Context: an optimization exercise on an open-source flow, tuned for small area and a short achievable clock period. The choices shown serve that exercise and are no tape-out recipe. No functional check of the RTL was part of any run shown here. Power figures rest on the tool's default switching activity, not on a simulated workload.

==> flow/design.v, too long to show whole: its modules and the start of the top module <==
// module fmul36_fa: 10 lines
// module fmul36_ha: 9 lines
// module fmul36: 1333 lines
module fmul36 (
    input  wire        clk,
    input  wire        rst,
    input  wire        in_valid,
    input  wire [35:0] a,
    input  wire [35:0] b,
    input  wire [2:0]  rm,
    input  wire        ftz,
    output reg         out_valid,
    output reg  [35:0] result,
    output reg         iv,
    output reg         of,
    output reg         uf,
    output reg         nx
);
  // ...
==> flow/flow/run.sh <==
#!/bin/bash
# The standard layout (bash standard.sh: the standard synthesis and ORFS
# from floorplan to finish), with every port buffered by buf_2 instead of
# the buffer buffer_ports picks by default.
set -euo pipefail
export BUFFER_PORTS_ARGS="-buffer_cell sky130_fd_sc_hd__buf_2"
bash standard.sh > standard.log 2>&1
==> flow/standard.sh <==
#!/bin/bash
# synth_recipe.tcl (not shown) runs the flow's synth.tcl, then flattens the netlist and writes it again
# the make line also repeats each setting of config.mk as NAME=value (left out here)
make -C /OpenROAD-flow-scripts/flow DESIGN_CONFIG=/design/flow/config.mk WORK_HOME=/design/flow/orfs CLKGATE_MAP_FILE= SYNTH_SCRIPT=/design/flow/synth_recipe.tcl "${@:-finish}"
==> flow/config.mk <==
export PLATFORM = sky130hd
export DESIGN_NAME = fmul36
export DESIGN_NICKNAME = fmul36
export VERILOG_FILES = /design/flow/design.v
export SDC_FILE = /design/flow/constraint.sdc
export NUM_CORES = 4
export LEC_CHECK = 0
export CAP_MARGIN = 20
export CORE_MARGIN = 2
export CORE_UTILIZATION = 40
export CTS_CLUSTER_DIAMETER = 100
export CTS_CLUSTER_SIZE = 24
export SLEW_MARGIN = 60
export SYNTH_HIERARCHICAL = 1
export SYNTH_MINIMUM_KEEP_SIZE = 0
==> flow/constraint.sdc <==
create_clock -name core_clock -period 16.5 [get_ports {clk}]
set_input_delay 3.3000 -clock core_clock [delete_from_list [all_inputs] [get_ports {clk}]]
set_output_delay 3.3000 -clock core_clock [all_outputs]
set_load 0.01 [all_outputs]
==> impl_metrics.py, run 1 <==
metrics = {
    "global_routing": {
        "use_met2_pct": 38.2,
        "antenna_found_initial": 1,
        "busiest_layer": "met2",
        "grt_use_met3_pct": 4.81,
    },
    "place": {
        "port_buffers": 119,
        "dpl_cell_area_um2": 33200,
    },
    "setup_path": {
        "endpoint": "bms1[0]$_DFF_P_",
        "crit_arrival_ns": 4.90,
        "critPathMaxStageDelay_ns": 0.43,
        "crit_buf_inv": 1,
        "critPathKind": "primary input to flip-flop",
    },
    "logic_synthesis": {
        "synth_area_um2": 31500,
        "synth_top_family_by_area": "adder cells",
        "yosys.area_share.adder_pct": 27.2,
        "synth_compound_area_share_pct": 16.0,
        "synthSimpleGateAreaFrac_pct": 8.63,
        "yosysUniqueCellTypes": 82,
    },
    "clock_network": {
        "cts_root_buf": "clkbuf_16",
        "h-tree-depth": 1,
    },
    "cells_and_area": {
        "fin_nets": 3756,
        "signal_buffers": 182,
        "regMostFlops": "csa_r",
        "multi_input_gates": 2437,
        "area_dominant_class": "multi-input combinational cells",
        "drive_gt1_share_pct": 10.2,
    },
    "floorplan": {
        "n_tap_cell": 1040,
    },
    "routing": {
        "wl_met2_mm": 43.4,
        "wl_met1_mm": 39.1,
        "vias": 24800,
    },
    "sta": {
        "finalWorstSetupSlack_ns": 12.09,
        "setup_viol": 0,
        "holdWs_ns": 0.331,
        "slew_violations": 0,
        "max_slew.worst_pin.slew_ns": 0.600,
    },
    "power_and_ir_drop": {
        "seq-power_uw": 1560,
    },
    "run_status": {
        "status": "no timing/DRC/antenna violations",
    },
}
==> run 2, diff against run 1 <==
--- a/flow/design.v
+++ b/flow/design.v
@@ -10,2 +10,11 @@
 endmodule
+module fmul36_fa1 (
+    input  wire x,
+    input  wire z,
+    output wire s,
+    output wire c
+);
+    assign s = ~(x ^ z);
+    assign c = x | z;
+endmodule
 module fmul36_ha (
@@ -197,8 +206,9 @@
     fmul36_ha u_ha3 (.x(bp[183]), .y(bp[209]), .s(hs3), .c(hc3));
-    fmul36_fa u_fa2 (.x(bp[106]), .y(1'b1), .z(bnn[0]), .s(fs2), .c(fc2));
+    fmul36_fa1 u_fa2 (.x(bp[106]), .z(bnn[0]), .s(fs2), .c(fc2));
     fmul36_fa u_fa3 (.x(bp[184]), .y(bp[132]), .z(bp[158]), .s(fs3), .c(fc3));
-    fmul36_fa u_fa4 (.x(bp[133]), .y(1'b1), .z(bp[107]), .s(fs4), .c(fc4));
+    fmul36_fa1 u_fa4 (.x(bp[133]), .z(bp[107]), .s(fs4), .c(fc4));
     fmul36_ha u_ha4 (.x(bp[159]), .y(bp[185]), .s(hs4), .c(hc4));
     fmul36_fa u_fa5 (.x(bp[134]), .y(bnn[1]), .z(bp[108]), .s(fs5), .c(fc5));
-    fmul36_ha u_ha5 (.x(1'b1), .y(bp[109]), .s(hs5), .c(hc5));
+    assign hs5 = ~bp[109];
+    assign hc5 = bp[109];
     fmul36_ha u_ha6 (.x(bneg[8]), .y(bp[120]), .s(hs6), .c(hc6));
@@ -259,3 +269,3 @@
     fmul36_fa u_fa53 (.x(bp[370]), .y(bp[318]), .z(bp[344]), .s(fs53), .c(fc53));
-    fmul36_fa u_fa54 (.x(bp[137]), .y(1'b1), .z(bp[111]), .s(fs54), .c(fc54));
+    fmul36_fa1 u_fa54 (.x(bp[137]), .z(bp[111]), .s(fs54), .c(fc54));
     fmul36_fa u_fa55 (.x(bp[215]), .y(bp[163]), .z(bp[189]), .s(fs55), .c(fc55));
@@ -266,3 +276,3 @@
     fmul36_fa u_fa59 (.x(bp[320]), .y(bp[268]), .z(bp[294]), .s(fs59), .c(fc59));
-    fmul36_fa u_fa60 (.x(bp[165]), .y(1'b1), .z(bp[139]), .s(fs60), .c(fc60));
+    fmul36_fa1 u_fa60 (.x(bp[165]), .z(bp[139]), .s(fs60), .c(fc60));
     fmul36_fa u_fa61 (.x(bp[243]), .y(bp[191]), .z(bp[217]), .s(fs61), .c(fc61));
@@ -271,6 +281,7 @@
     fmul36_fa u_fa63 (.x(bp[270]), .y(bp[218]), .z(bp[244]), .s(fs63), .c(fc63));
-    fmul36_fa u_fa64 (.x(bp[193]), .y(1'b1), .z(bp[167]), .s(fs64), .c(fc64));
+    fmul36_fa1 u_fa64 (.x(bp[193]), .z(bp[167]), .s(fs64), .c(fc64));
     fmul36_ha u_ha16 (.x(bp[219]), .y(bp[245]), .s(hs16), .c(hc16));
     fmul36_fa u_fa65 (.x(bp[220]), .y(bnn[5]), .z(bp[194]), .s(fs65), .c(fc65));
-    fmul36_ha u_ha17 (.x(1'b1), .y(bp[195]), .s(hs17), .c(hc17));
+    assign hs17 = ~bp[195];
+    assign hc17 = bp[195];
     fmul36_ha u_ha18 (.x(bneg[5]), .y(bp[10]), .s(hs18), .c(hc18));
@@ -362,3 +373,3 @@
     fmul36_fa u_fa146 (.x(hc17), .y(bp[352]), .z(bp[378]), .s(fs146), .c(fc146));
-    fmul36_fa u_fa147 (.x(bp[249]), .y(1'b1), .z(bp[223]), .s(fs147), .c(fc147));
+    fmul36_fa1 u_fa147 (.x(bp[249]), .z(bp[223]), .s(fs147), .c(fc147));
     fmul36_fa u_fa148 (.x(bp[327]), .y(bp[275]), .z(bp[301]), .s(fs148), .c(fc148));
@@ -367,6 +378,7 @@
     fmul36_fa u_fa150 (.x(bp[354]), .y(bp[302]), .z(bp[328]), .s(fs150), .c(fc150));
-    fmul36_fa u_fa151 (.x(bp[277]), .y(1'b1), .z(bp[251]), .s(fs151), .c(fc151));
+    fmul36_fa1 u_fa151 (.x(bp[277]), .z(bp[251]), .s(fs151), .c(fc151));
     fmul36_ha u_ha25 (.x(bp[303]), .y(bp[329]), .s(hs25), .c(hc25));
     fmul36_fa u_fa152 (.x(bp[304]), .y(bnn[8]), .z(bp[278]), .s(fs152), .c(fc152));
-    fmul36_ha u_ha26 (.x(1'b1), .y(bp[279]), .s(hs26), .c(hc26));
+    assign hs26 = ~bp[279];
+    assign hc26 = bp[279];
     fmul36_ha u_ha27 (.x(bneg[3]), .y(bp[32]), .s(hs27), .c(hc27));
@@ -451,6 +463,7 @@
     fmul36_fa u_fa228 (.x(hc26), .y(bp[358]), .z(bp[384]), .s(fs228), .c(fc228));
-    fmul36_fa u_fa229 (.x(bp[333]), .y(1'b1), .z(bp[307]), .s(fs229), .c(fc229));
+    fmul36_fa1 u_fa229 (.x(bp[333]), .z(bp[307]), .s(fs229), .c(fc229));
     fmul36_ha u_ha31 (.x(bp[359]), .y(bp[385]), .s(hs31), .c(hc31));
     fmul36_fa u_fa230 (.x(bp[360]), .y(bnn[10]), .z(bp[334]), .s(fs230), .c(fc230));
-    fmul36_ha u_ha32 (.x(1'b1), .y(bp[335]), .s(hs32), .c(hc32));
+    assign hs32 = ~bp[335];
+    assign hc32 = bp[335];
     fmul36_ha u_ha33 (.x(bneg[2]), .y(bp[30]), .s(hs33), .c(hc33));
@@ -502,3 +515,4 @@
     fmul36_fa u_fa275 (.x(bp[388]), .y(bnn[11]), .z(bp[362]), .s(fs275), .c(fc275));
-    fmul36_ha u_ha35 (.x(1'b1), .y(bp[363]), .s(hs35), .c(hc35));
+    assign hs35 = ~bp[363];
+    assign hc35 = bp[363];
     fmul36_ha u_ha36 (.x(bneg[1]), .y(bp[28]), .s(hs36), .c(hc36));
@@ -554,3 +568,4 @@
     fmul36_fa u_fa324 (.x(hc35), .y(bnn[12]), .z(bp[390]), .s(fs324), .c(fc324));
-    fmul36_ha u_ha38 (.x(1'b1), .y(bp[391]), .s(hs38), .c(hc38));
+    assign hs38 = ~bp[391];
+    assign hc38 = bp[391];
     reg          v2;
==> impl_metrics.py, run 2 <==
metrics = {
    "run_status": {
        "status": "no timing/DRC/antenna violations",
    },
    "global_routing": {
        "grt_pass1_vias": 24800,
        "busiest_layer": "met2",
        "antenna_found_initial": 7,
        "overflow": 0,
        "use_met2_pct": 36.5,
        "grt_max_degree": 62,
        "met1_usage_pct": 30.5,
        "grt_usage_pct": 23.4,
        "grt_use_met3_pct": 5.67,
        "grt_pass1_wl_mm": 147,
    },
    "routing": {
        "drt-vias-per-instance": 5.83,
        "final_antenna_net_count": 0,
        "vias": 24800,
        "first_pass_iters": 5,
        "drc": 0,
        "drt-initial-drc-count": 2546,
        "routed_wl_mm": 96.6,
        "post_drt_wl_per_cell_um": 22.7,
    },
    "cells_and_area": {
        "fin_util_pct": 43.5,
        "mostFrequentLayoutCell": "xnor2_1",
        "reg_top3": "csa_r x54, csb_r x53, w3 x37",
        "fillers": 7544,
        "seq_area_um2": 8090,
        "regMostFlops": "csa_r",
        "fin_nets": 3767,
        "design_area_um2": 33800,
        "largest_reg_flops": 54,
        "antenna_cells": 0,
        "final_cell_mix": "419 x xnor2_1, 386 x dfxtp_1, 357 x o22ai_1",
        "syn2layout_area_growth_pct": 7.48,
        "drive_gt1_share_pct": 10.2,
        "multi_input_area_um2": 22000,
    },
    "logic_synthesis": {
        "synth_edf_count": 0,
        "synth_top_area_share_pct": 25.6,
        "yosys.area.top_type": "dfxtp_1",
        "yosysUniqueCellTypes": 76,
        "ys_ff_latch": 402,
        "synthTopCellsByCount": "422 x xnor2_1, 402 x dfxtp_1, 358 x o22ai_1",
        "synth_area_leaders": "dfxtp_1 26%, fa_1 21%, xnor2_1 12%, o22ai_1 7.1%, ha_1 6.1%",
        "ys_seq_area_share_pct": 25.6,
        "ys.warnings.count": 7,
        "syn_avg_cell_area_um2": 9.71,
        "synthCells": 3242,
        "synth_area_um2": 31500,
        "synthMostInstantiatedCell": "xnor2_1",
        "ys_async_sr_fraction_pct": 0,
        "synth_ff_type": "dfxtp_1",
    },
    "floorplan": {
        "start_util_pct": 40.5,
        "pin_count": 120,
        "dieHeight_um": 285,
        "die-width_um": 285,
        "dieArea_um2": 81000,
        "core_um2": 77700,
        "rows": 102,
    },
    "clock_network": {
        "cts_tree": "built",
        "cts_buffers": 23,
        "cts_root_buf": "clkbuf_16",
        "clk_pin_slew_ns": 0.09,
        "cts_sinks": 402,
        "post-cts-setup-buffers": 0,
        "postCtsHoldBufs": 0,
        "h-tree-depth": 1,
        "cts_resized": 0,
        "clock_latency_ns": 0.59,
        "clock_tree.buffer_depth": 3,
    },
    "setup_path": {
        "critPathMaxStageDelay_ns": 0.45,
        "cp-start-kind": "primary input",
        "reg2reg_to": "csb_r[33]$_DFF_P_",
        "cp_slowest_cell": "nor4_2",
        "worstSetupStartpoint": "b[11]",
        "cp.depth": 6,
        "regToRegSetupSlack_ns": 12.07,
        "crit_arrival_ns": 4.92,
        "timing.rr.start": "a1[25]$_DFF_P_",
        "path_cells": "buf_2 -> nor4_2 -> nand3_1 -> o32ai_1 -> a221oi_1 -> or2_2",
        "path_delay_family": "simple AND/OR/NAND/NOR gates",
        "end_kind": "flip-flop",
        "crit_buf_inv": 1,
        "critPathKind": "primary input to flip-flop",
        "r2r_cells": 9,
        "worstPathRequired_ns": 16.98,
        "cp_max_fo": 6,
        "endpoint": "bms1[0]$_DFF_P_",
    },
    "power_and_ir_drop": {
        "sw_frac_of_total_pct": 47.5,
        "power.internal_uw": 3740,
        "power.density_nw_per_um2": 211,
        "pwr-share-clk_pct": 8.6,
        "p_comb_share_pct": 69.5,
        "seqPwrFrac_pct": 21.9,
        "peakVddDrop_mv": 0.114,
        "power.switching_uw": 3390,
        "p_leak_uw": 0.0131,
    },
    "hold_path": {
        "min_path_cells": 0,
        "hold_path.class": "flip-flop to flip-flop",
    },
    "sta": {
        "relSlewSlack_pct": 59.2,
        "hold_violations": 0,
        "tns_ns": 0,
        "grt_setup_unrepaired": "false",
        "setup_viol": 0,
        "slew_violations": 0,
        "period_needed_ns": 4.44,
        "finalWorstSetupSlack_ns": 12.06,
        "period_share_pct": 26.9,
        "holdWs_ns": 0.321,
        "clock_skew_ns": 0.0150,
        "max_freq_mhz": 225,
        "max_slew.worst_pin.slew_ns": 0.613,
    },
    "place": {
        "dpl_cell_area_um2": 33100,
        "globalplace.congestion": 0.964,
        "port_buffers": 119,
        "dp_slack_ns": 11.48,
        "post-dp-hpwl_mm": 67.8,
    },
    "job": {
        "max-cap-violations": 0,
    },
}
## run 2: changes by cell type after synthesis, moves of 6 or more
cell	before	now
nand4_1	26	32
xnor2_1	428	422
o21ai_0	83	97
a221oi_1	3	9
fa_1	334	326
o22ai_1	366	358
a21o_1	30	24
clkbuf_1	148	155
o211ai_1	9	22
nor2_1	134	149
nand2_1	149	166
inv_1	103	134
nor2b_1	37	31
## run 2: how the worst min path moves through the flow
stage / from / end / slack, ns
after floorplan: ftz2$_DFF_P_ / ftz3$_DFF_P_ / 0.31
after global placement: s2$_DFF_P_ / s3$_DFF_P_ / 0.31
after detailed placement: ovf_inf2$_SDFF_PN0_ / ovf_inf3$_DFF_P_ / 0.31
after CTS: rc2[1]$_SDFF_PN1_ / rc3[1]$_DFF_P_ / 0.32
after global routing: rc2[1]$_SDFF_PN1_ / rc3[1]$_DFF_P_ / 0.32
final: rc2[1]$_SDFF_PN1_ / rc3[1]$_DFF_P_ / 0.32
## run 2: through the flow
stage          std cells  total power, uW
6_report            4261             7130
5_1_grt             4261             7720
4_1_cts             4260             7080
3_5_place_dp        4223             6460
3_3_place_gp        4220             6370
2_1_floorplan       3242             4840
## run 2: cell families after synthesis
logic type | synth area share (%)
AO/OA/AOI/OAI | 16.0
buffers and inverters | 4.86
XOR/XNOR | 12.9
adder cells (fa/ha/maj) | 26.8
AND/OR/NAND/NOR | 8.86
other | 0.0119
flip-flops | 25.6
multiplexers | 4.96
## run 2: area by class of cell
class                      instances  area share, %
clock inverter                    10          0.322
tap                             1040           3.84
timing repair buffer             167           2.89
multi-input combinational       2435           65.1
sequential                       402           23.9
inverter                         180           2.13
clock buffer                      27           1.77
## run 2: layer usage
layer	vias to the layer above	wire, um
li1	11300	-
met1	11800	39400
met2	1391	42000
met3	323	10200
met4	4	4990
met5	-	24
## run 2: Yosys stat by module (local to each module, per instance)
module,flip-flops and latches,cells inside
fmul36_fa,0,1
fmul36_ha,0,1
fmul36,402,2852
fmul36_fa1,0,5
## run 2: power by group through the flow
stage	Combinational (uW)	Clock, uW	Sequential [uW]
after detailed placement	4870	0	1590
after CTS	4880	636	1570
final	4960	611	1560
after floorplan	3300	0	1540
after global routing	5460	666	1600
after global placement	4780	0	1580
## run 2: worst reg2reg max path, cell delays in order, from the launching register on
cell and delay (ns):
dfxtp_1 0.32, buf_4 0.34, clkinv_1 0.53, a22oi_1 0.40
xnor2_1 0.20, fa_1 0.50, fa_1 0.57, fa_1 0.45
fa_1 0.54, fa_1 0.46

## separate check: timing with driven ports
How much do the figures lean on ideal ports? The routed layouts below were timed once more, with nothing changed but the port constraints.
Step 1 sets driving cells, clkbuf_16 on the clock port and buf_2 on the other inputs (assumed; they add their load-dependent delay and slew).
Step 2 moves the port delays by t, midway between the first and last clock arrival at a register: inputs arrive t later, outputs are due t later. That takes back most of the time a late clock gives input paths.
a / b / c = ideal ports / drivers / drivers and shift; a / b = the first two.
| run | t, ns | setup slack, ns | worst setup path after step 2 | worst slew at a driven data input, ns |
|---|---|---|---|---|
| run 1 | 0.653 | 12.089 / 12.097 / 11.478 | input to register | 0.05 |
| run 2 | 0.655 | 12.064 / 12.059 / 11.456 | input to register | 0.06 |
After both steps every run listed still meets setup and hold. For run 1, which loses most, drivers alone change the setup slack by +0.008 ns; drivers and shift together by -0.611 ns.
